Context: an optimization exercise on an open-source flow, tuned for small area and a short achievable clock period. The choices shown serve that exercise and are no tape-out recipe.
Only simulation tests tie the RTL to the original design; equivalence was not proved.

## design/flow/config.mk

```make
export PLATFORM = sky130hd
export DESIGN_NAME = s4_modulate
export DESIGN_NICKNAME = s4_modulate
export VERILOG_FILES = /design/flow/design.v
export SDC_FILE = /design/flow/constraint.sdc
export NUM_CORES = 4
export LEC_CHECK = 0
export CAP_MARGIN = 20
export CORE_MARGIN = 2
export CORE_UTILIZATION = 40
export SLEW_MARGIN = 20
```

## design/flow/constraint.sdc

```tcl
create_clock -name core_clock -period 25.0 [get_ports {clk}]
set_input_delay 5.0000 -clock core_clock [delete_from_list [all_inputs] [get_ports {clk}]]
set_output_delay 5.0000 -clock core_clock [all_outputs]
set_load 0.01 [all_outputs]
```

## design/flow/design.v

```verilog
module s4_modulate (
    input  wire        clk,
    input  wire        rst,
    input  wire        in_valid,
    input  wire        rail,       
    input  wire        cmode,      
    input  wire        lead,       
    input  wire [31:0] v,          
    input  wire [31:0] rvin,       
    input  wire [31:0] icmd,       
    input  wire [31:0] isamp,      
    input  wire [31:0] kc,         
    input  wire [31:0] dmin,       
    input  wire [31:0] dmax,       
    input  wire [31:0] dmid,       
    input  wire [17:0] lper,       
    input  wire [11:0] tonmin,     
    input  wire [11:0] toffmin,    
    output reg         out_valid,
    output reg  [26:0] on_word,    
    output reg  [26:0] off_word,   
    output reg  [27:0] ton,        
    output reg         skip        
);
    reg               s0_valid, s0_cmode, s0_lead;
    reg signed [31:0] s0_fa, s0_fb;           
    reg signed [31:0] s0_icmd, s0_isamp, s0_kc, s0_dmin, s0_dmax;
    reg        [17:0] s0_lper;
    reg        [11:0] s0_tonmin, s0_toffmin;
    always @(posedge clk) begin
        if (rst) s0_valid <= 1'b0;
        else     s0_valid <= in_valid;
        s0_cmode   <= cmode;
        s0_lead    <= lead;
        s0_fa      <= rail ? v : dmid;
        s0_fb      <= rail ? rvin : 32'h0200_0000;
        s0_icmd    <= icmd;
        s0_isamp   <= isamp;
        s0_kc      <= kc;
        s0_dmin    <= dmin;
        s0_dmax    <= dmax;
        s0_lper    <= lper;
        s0_tonmin  <= tonmin;
        s0_toffmin <= toffmin;
    end
    reg               s1_valid, s1_cmode, s1_lead;
    reg signed [63:0] s1_ff;
    reg signed [32:0] s1_ierr;
    reg signed [31:0] s1_kc, s1_dmin, s1_dmax;
    reg        [17:0] s1_lper;
    reg        [11:0] s1_tonmin;
    reg signed [18:0] s1_tmax;                
    always @(posedge clk) begin
        if (rst) s1_valid <= 1'b0;
        else     s1_valid <= s0_valid;
        s1_cmode  <= s0_cmode;
        s1_lead   <= s0_lead;
        s1_ff     <= s0_fa * s0_fb;
        s1_ierr   <= $signed({s0_icmd[31], s0_icmd}) - $signed({s0_isamp[31], s0_isamp});
        s1_kc     <= s0_kc;
        s1_dmin   <= (s0_dmin > s0_dmax) ? s0_dmax : s0_dmin;
        s1_dmax   <= s0_dmax;
        s1_lper   <= s0_lper;
        s1_tonmin <= s0_tonmin;
        s1_tmax   <= $signed({1'b0, s0_lper}) - $signed({7'd0, s0_toffmin});
    end
    wire signed [38:0] ff_q   = s1_ff >>> 25;
    wire               ff_inc = s1_ff[24] & ((|s1_ff[23:0]) | ff_q[0]);
    reg               s2_valid, s2_cmode, s2_lead;
    reg signed [64:0] s2_fb;
    reg signed [38:0] s2_dff;
    reg signed [31:0] s2_dmin, s2_dmax;
    reg        [17:0] s2_lper;
    reg        [11:0] s2_tonmin;
    reg signed [18:0] s2_tmax;
    always @(posedge clk) begin
        if (rst) s2_valid <= 1'b0;
        else     s2_valid <= s1_valid;
        s2_cmode  <= s1_cmode;
        s2_lead   <= s1_lead;
        s2_fb     <= s1_ierr * s1_kc;
        s2_dff    <= ff_q + $signed({38'd0, ff_inc});
        s2_dmin   <= s1_dmin;
        s2_dmax   <= s1_dmax;
        s2_lper   <= s1_lper;
        s2_tonmin <= s1_tonmin;
        s2_tmax   <= s1_tmax;
    end
    wire signed [53:0] fb_q   = s2_fb >>> 11;
    wire               fb_inc = s2_fb[10] & ((|s2_fb[9:0]) | fb_q[0]);
    wire signed [54:0] dsum   = {{16{s2_dff[38]}}, s2_dff} + {fb_q[53], fb_q} + {54'd0, fb_inc};
    wire               d_ok   = (dsum[54:31] == {24{dsum[31]}});
    wire signed [31:0] dsat   = d_ok ? dsum[31:0] : {dsum[54], {31{~dsum[54]}}};
    wire signed [31:0] dlo    = (dsat < s2_dmin) ? s2_dmin : dsat;
    wire signed [31:0] duty   = (dlo > s2_dmax) ? s2_dmax : dlo;
    reg               s3_valid, s3_cmode, s3_lead;
    reg signed [31:0] s3_duty;
    reg        [17:0] s3_lper;
    reg        [11:0] s3_tonmin;
    reg signed [18:0] s3_tmax;
    always @(posedge clk) begin
        if (rst) s3_valid <= 1'b0;
        else     s3_valid <= s2_valid;
        s3_cmode  <= s2_cmode;
        s3_lead   <= s2_lead;
        s3_duty   <= duty;
        s3_lper   <= s2_lper;
        s3_tonmin <= s2_tonmin;
        s3_tmax   <= s2_tmax;
    end
    reg               s4_valid, s4_cmode, s4_lead;
    reg signed [50:0] s4_tmul;
    reg        [17:0] s4_lper;
    reg        [11:0] s4_tonmin;
    reg signed [18:0] s4_tmax;
    always @(posedge clk) begin
        if (rst) s4_valid <= 1'b0;
        else     s4_valid <= s3_valid;
        s4_cmode  <= s3_cmode;
        s4_lead   <= s3_lead;
        s4_tmul   <= s3_duty * $signed({1'b0, s3_lper});
        s4_lper   <= s3_lper;
        s4_tonmin <= s3_tonmin;
        s4_tmax   <= s3_tmax;
    end
    wire signed [28:0] t_q   = s4_tmul >>> 22;
    wire               t_inc = s4_tmul[21] & ((|s4_tmul[20:0]) | t_q[0]);
    wire signed [28:0] tr    = t_q + $signed({28'd0, t_inc});
    wire signed [28:0] tmin  = $signed({8'd0, s4_tonmin, 9'd0});
    wire signed [28:0] tmax  = $signed({s4_tmax, 9'd0});
    wire               sk    = tr < tmin;
    wire signed [28:0] t_lo  = sk ? 29'sd0 : tr;
    wire signed [28:0] t_lim = (t_lo > tmax) ? tmax : t_lo;
    reg               s5_valid, s5_cmode, s5_lead, s5_skip;
    reg signed [28:0] s5_ton;
    reg        [17:0] s5_lper;
    always @(posedge clk) begin
        if (rst) s5_valid <= 1'b0;
        else     s5_valid <= s4_valid;
        s5_cmode <= s4_cmode;
        s5_lead  <= s4_lead;
        s5_skip  <= sk;
        s5_ton   <= t_lim;
        s5_lper  <= s4_lper;
    end
    wire signed [29:0] big_l  = $signed({3'd0, s5_lper, 9'd0});
    wire signed [29:0] ton_x  = {s5_ton[28], s5_ton};
    wire signed [29:0] l_ton  = big_l - ton_x;
    wire signed [29:0] ud_on  = l_ton >>> 1;             
    wire signed [29:0] ud_off = l_ton - ud_on;
    reg signed [29:0] on_raw, off_raw;
    always @(*) begin
        if (s5_cmode) begin
            on_raw  = ud_on;
            off_raw = ud_off;
        end else if (s5_lead) begin
            on_raw  = l_ton;
            off_raw = big_l;
        end else begin
            on_raw  = 30'sd0;
            off_raw = ton_x;
        end
    end
    wire signed [29:0] on_c  = (on_raw < 0)  ? 30'sd0 : (on_raw > big_l)  ? big_l : on_raw;
    wire signed [29:0] off_c = (off_raw < 0) ? 30'sd0 : (off_raw > big_l) ? big_l : off_raw;
    always @(posedge clk) begin
        if (rst) out_valid <= 1'b0;
        else     out_valid <= s5_valid;
        on_word  <= on_c[26:0];
        off_word <= off_c[26:0];
        ton      <= s5_ton[27:0];
        skip     <= s5_skip;
    end
endmodule
```

## design/flow/run.sh

```bash
#!/bin/bash
# synth_recipe.tcl (not shown) runs the flow's synth.tcl, then flattens the netlist and writes it again
# the make line also repeats each setting of config.mk as NAME=value (left out here)
make -C /OpenROAD-flow-scripts/flow DESIGN_CONFIG=/design/flow/config.mk WORK_HOME=/design/flow/orfs CLKGATE_MAP_FILE= SYNTH_SCRIPT=/design/flow/synth_recipe.tcl finish
```

==> impl_metrics.json <==
{
  "startpoint_types": "flop",
  "timing.critical_path.fanout_max": 42,
  "starting_density_of_the_core_pct": 40.15,
  "slowest_stage": "sky130_fd_sc_hd__and3_1",
  "critPathKind": "flop to flop",
  "worst_pin_slew_ns": 1.157,
  "cts_tree": "built",
  "synth.most_common_cell": "sky130_fd_sc_hd__inv_1",
  "syn-num-nets": 17800,
  "timing_hold_violations_final": 0,
  "post_cts_resize_count": 0,
  "grt_overflow": 0,
  "groute.usage.overall_pct": 22.19,
  "asyncSetResetFlopFracSynth_pct": 0,
  "wl_mm": 360.9,
  "yosysWarnings": 1,
  "htree_num_levels": 3,
  "delay_of_the_slowest_cell_on_the_worst_path_ns": 0.61,
  "post_synth.cell_area_avg_sq_um": 9.421,
  "path_buf_inv": 4,
  "critPathRequiredTime_ns": 25.79,
  "cts_hold_repair.buffers": 0,
  "floorplan.die.height_um": 576.8,
  "routedWlPerCell_um": 19.54,
  "synth.top_cells.by_count": "sky130_fd_sc_hd__inv_1 (3,163), sky130_fd_sc_hd__fa_1 (2,756), sky130_fd_sc_hd__nand2_1 (2,144), sky130_fd_sc_hd__dfxtp_1 (1,056), sky130_fd_sc_hd__ha_1 (807)",
  "antenna_violating_nets_post_route": 0,
  "die_x_um": 576.8,
  "synth_cell_type_count": 90,
  "holdCritPathClass": "flop to flop",
  "final_cycle_utilization_of_the_critical_path_pct": 47.94,
  "ys.flop_type": "sky130_fd_sc_hd__dfxtp_1",
  "finish.utilization_pct": 44.09,
  "cts_root_buf": "sky130_fd_sc_hd__clkbuf_16",
  "cts_buffers": 125,
  "gp_congestion": 0.8939,
  "maximum_capacitance_violations": 0,
  "timing.final.max_slew_violations": 0,
  "post_route_worst_setup_slack_ns": 13.01,
  "synth_top_area_cell": "sky130_fd_sc_hd__fa_1",
  "synth.cell_area_sq_mm": 0.1312,
  "num_vias": 92480,
  "vias_per_cell": 5.009,
  "route.detailed.drc": 0,
  "drt_pass1_iterations": 5,
  "fin_skew_ns": 0.1366,
  "finalSetupTns_ns": 0,
  "fp-row-count": 210,
  "die-area_sq_mm": 0.3327,
  "cts.reportedPaths.clkPinSlew_ns": 0.06,
  "synth.area.top_cells": "sky130_fd_sc_hd__fa_1 (42%), sky130_fd_sc_hd__dfxtp_1 (16%), sky130_fd_sc_hd__inv_1 (9.0%), sky130_fd_sc_hd__ha_1 (7.7%), sky130_fd_sc_hd__nand2_1 (6.1%)",
  "synth.ff_latch_count": 1056,
  "post-dp-hpwl_mm": 273.5,
  "core_region_area_sq_mm": 0.3269,
  "grt_first_pass_wirelength_mm": 572.4,
  "cp-end-kind": "flop",
  "timing.critical_path.max_delay_family": "compound AO/OA/AOI/OAI gates",
  "pin_count_of_the_biggest_net_entering_global_routing": 65,
  "cts_post_setup_buffers_inserted": 0,
  "postSynthCellCount": 13930,
  "area_delta_synth_final_pct": 9.804,
  "synth-seq-area-share_pct": 16.11,
  "final_nets": 17880,
  "grt_setup_unrepaired": "no",
  "finalWorstPathRequiredPeriod_ns": 11.99,
  "timing.final.setup_violations": 0,
  "worst-endpoint-arrival_ns": 12.78,
  "first_global_vias": 98640,
  "clk_path_buf_depth": 4,
  "max_freq_mhz": 83.43,
  "place_worst_setup_slack_ns": 13.07,
  "clock_insertion_delay_at_the_later_pin_of_the_skew_report_ns": 0.96,
  "antenna_found_initial": 8,
  "crit_path_frequent_cell": "sky130_fd_sc_hd__a21o_1",
  "result_of_the_run": "timing/DRC/antenna clean",
  "ioPinCount": 388,
  "first_iter_violations": 5806,
  "portion_of_synthesized_cell_area_occupied_by_the_leading_cell_type_pct": 42.04,
  "slew-limit-headroom_pct": 22.74,
  "fraction_of_layout_instances_using_a_drive_strength_above_1_pct": 4.187,
  "synth-edff-count": 0,
  "cts.sinks": 1056,
  "placement.io_buffers": 387
}
## layer usage
metal  part of all wire (%)  vias up  global-route usage [%]
met5                 0.0019        -                       0
met3                    7.4      569                   4.094
met1                     43    47110                   29.92
met2                     47     3090                   36.41
met4                    3.2        2                   6.350
li1                       -    41710                       -
## logic make-up after synthesis
family	after synthesis	synth area share (%)
adder cells (fa/ha/maj)	3563	49.73
flip-flops	1056	16.11
buffers and inverters	3766	10.82
multiplexers	145	1.205
AO/OA/AOI/OAI	1189	6.029
XOR/XNOR	375	2.502
AND/OR/NAND/NOR	3838	13.61
## state kept, by name, indices dropped and copies added (netlist names), 33 cells and up
| name | count |
|---|---|
| s1_ff | 64 |
| s1_ierr | 33 |
| s2_dff | 39 |
| s2_fb | 65 |
| s4_tmul | 51 |
## cells in the final DEF (no fill, tap or decap), types with 26 or more instances in the layout
cell type and instances:
sky130_fd_sc_hd__nand2b_1 115, sky130_fd_sc_hd__o211ai_1 27, sky130_fd_sc_hd__ha_1 807, sky130_fd_sc_hd__mux2i_1 41, sky130_fd_sc_hd__nor2_1 281, sky130_fd_sc_hd__buf_4 164, sky130_fd_sc_hd__and3_1 66, sky130_fd_sc_hd__nand2_1 2144
sky130_fd_sc_hd__o21ai_0 186, sky130_fd_sc_hd__and2_1 761, sky130_fd_sc_hd__a21o_1 223, sky130_fd_sc_hd__inv_1 3163, sky130_fd_sc_hd__xor2_1 117, sky130_fd_sc_hd__dfxtp_1 1003, sky130_fd_sc_hd__a21oi_1 325, sky130_fd_sc_hd__xnor2_1 258
sky130_fd_sc_hd__a31oi_1 43, sky130_fd_sc_hd__a211oi_1 39, sky130_fd_sc_hd__nand3_1 88, sky130_fd_sc_hd__nor2b_1 59, sky130_fd_sc_hd__o21bai_1 39, sky130_fd_sc_hd__clkbuf_16 125, sky130_fd_sc_hd__fa_1 2756, sky130_fd_sc_hd__nor3_1 78
sky130_fd_sc_hd__clkdlybuf4s50_1 386, sky130_fd_sc_hd__o21a_1 67, sky130_fd_sc_hd__or3_1 26, sky130_fd_sc_hd__nor4_1 44, sky130_fd_sc_hd__dfxtp_2 53, sky130_fd_sc_hd__nand4_1 82, sky130_fd_sc_hd__mux2_2 102
## worst reg2reg max path: cells and delay by family (launching register included)
family | cells | cell delay, ns
AO/OA/AOI/OAI | 28 | 6.43
flip-flops | 1 | 0.35
AND/OR/NAND/NOR | 8 | 2.16
buffers and inverters | 4 | 1.18
multiplexers | 1 | 0.35
adder cells (fa/ha/maj) | 4 | 1.22
XOR/XNOR | 1 | 0.19
## cell type report
class	instances	area (sq um)
Antenna cell	4	10.01
Clock buffer	149	3348
Clock inverter	83	1169
Fill cell	31880	182700
Inverter	3165	11880
Multi-Input combinational cell	9110	95960
Sequential cell	1056	21210
Tap cell	4346	5438
Timing Repair Buffer	552	5105
## stage by stage
step | area (sq um) | instances | hold slack [ns]
2_1_floorplan | 131300 | 13930 | 0.3096
3_3_place_gp | 139600 | 18230 | 0.3100
3_5_place_dp | 139600 | 18230 | 0.3120
4_1_cts | 144100 | 18460 | 0.3194
5_1_grt | 144100 | 18460 | 0.3225
6_report | 144100 | 18470 | 0.3041
## worst paths after layout
path,startpoint,endpoint,slack (ns),depth (start not counted)
min,s1_dmin[24],s2_dmin[24],0.30,0
max reg2reg,s2_fb[11],s3_duty[10],13.01,46
min reg2reg,s1_dmin[24],s2_dmin[24],0.30,0
max,s2_fb[11],s3_duty[10],13.01,46

==> separate check: timing with driven ports <==
The flow's constraints put no driver on any port. The routed layout listed below was extracted and timed again, unchanged, in two steps. Step 1, drivers: a clkbuf_16 drives clk and a buf_2 each remaining input, both assumed. Step 2 adds t to the input delays and takes it off the output delays; t is the mean of the earliest and latest rising clock arrival at the registers after step 1. Input paths then give back, and output paths get back, about the clock's delay inside the block. Three values: ideal, step 1, step 2; two values: the first two.
t, ns: 0.998
setup slack, ns: 13.014 / 13.014 / 13.014
hold slack, ns: 0.304 / 0.304 / 0.304
After both steps this run still meets setup and hold. The setup slack of this run moves by 0.000 ns with the drivers and by 0.000 ns with both steps.
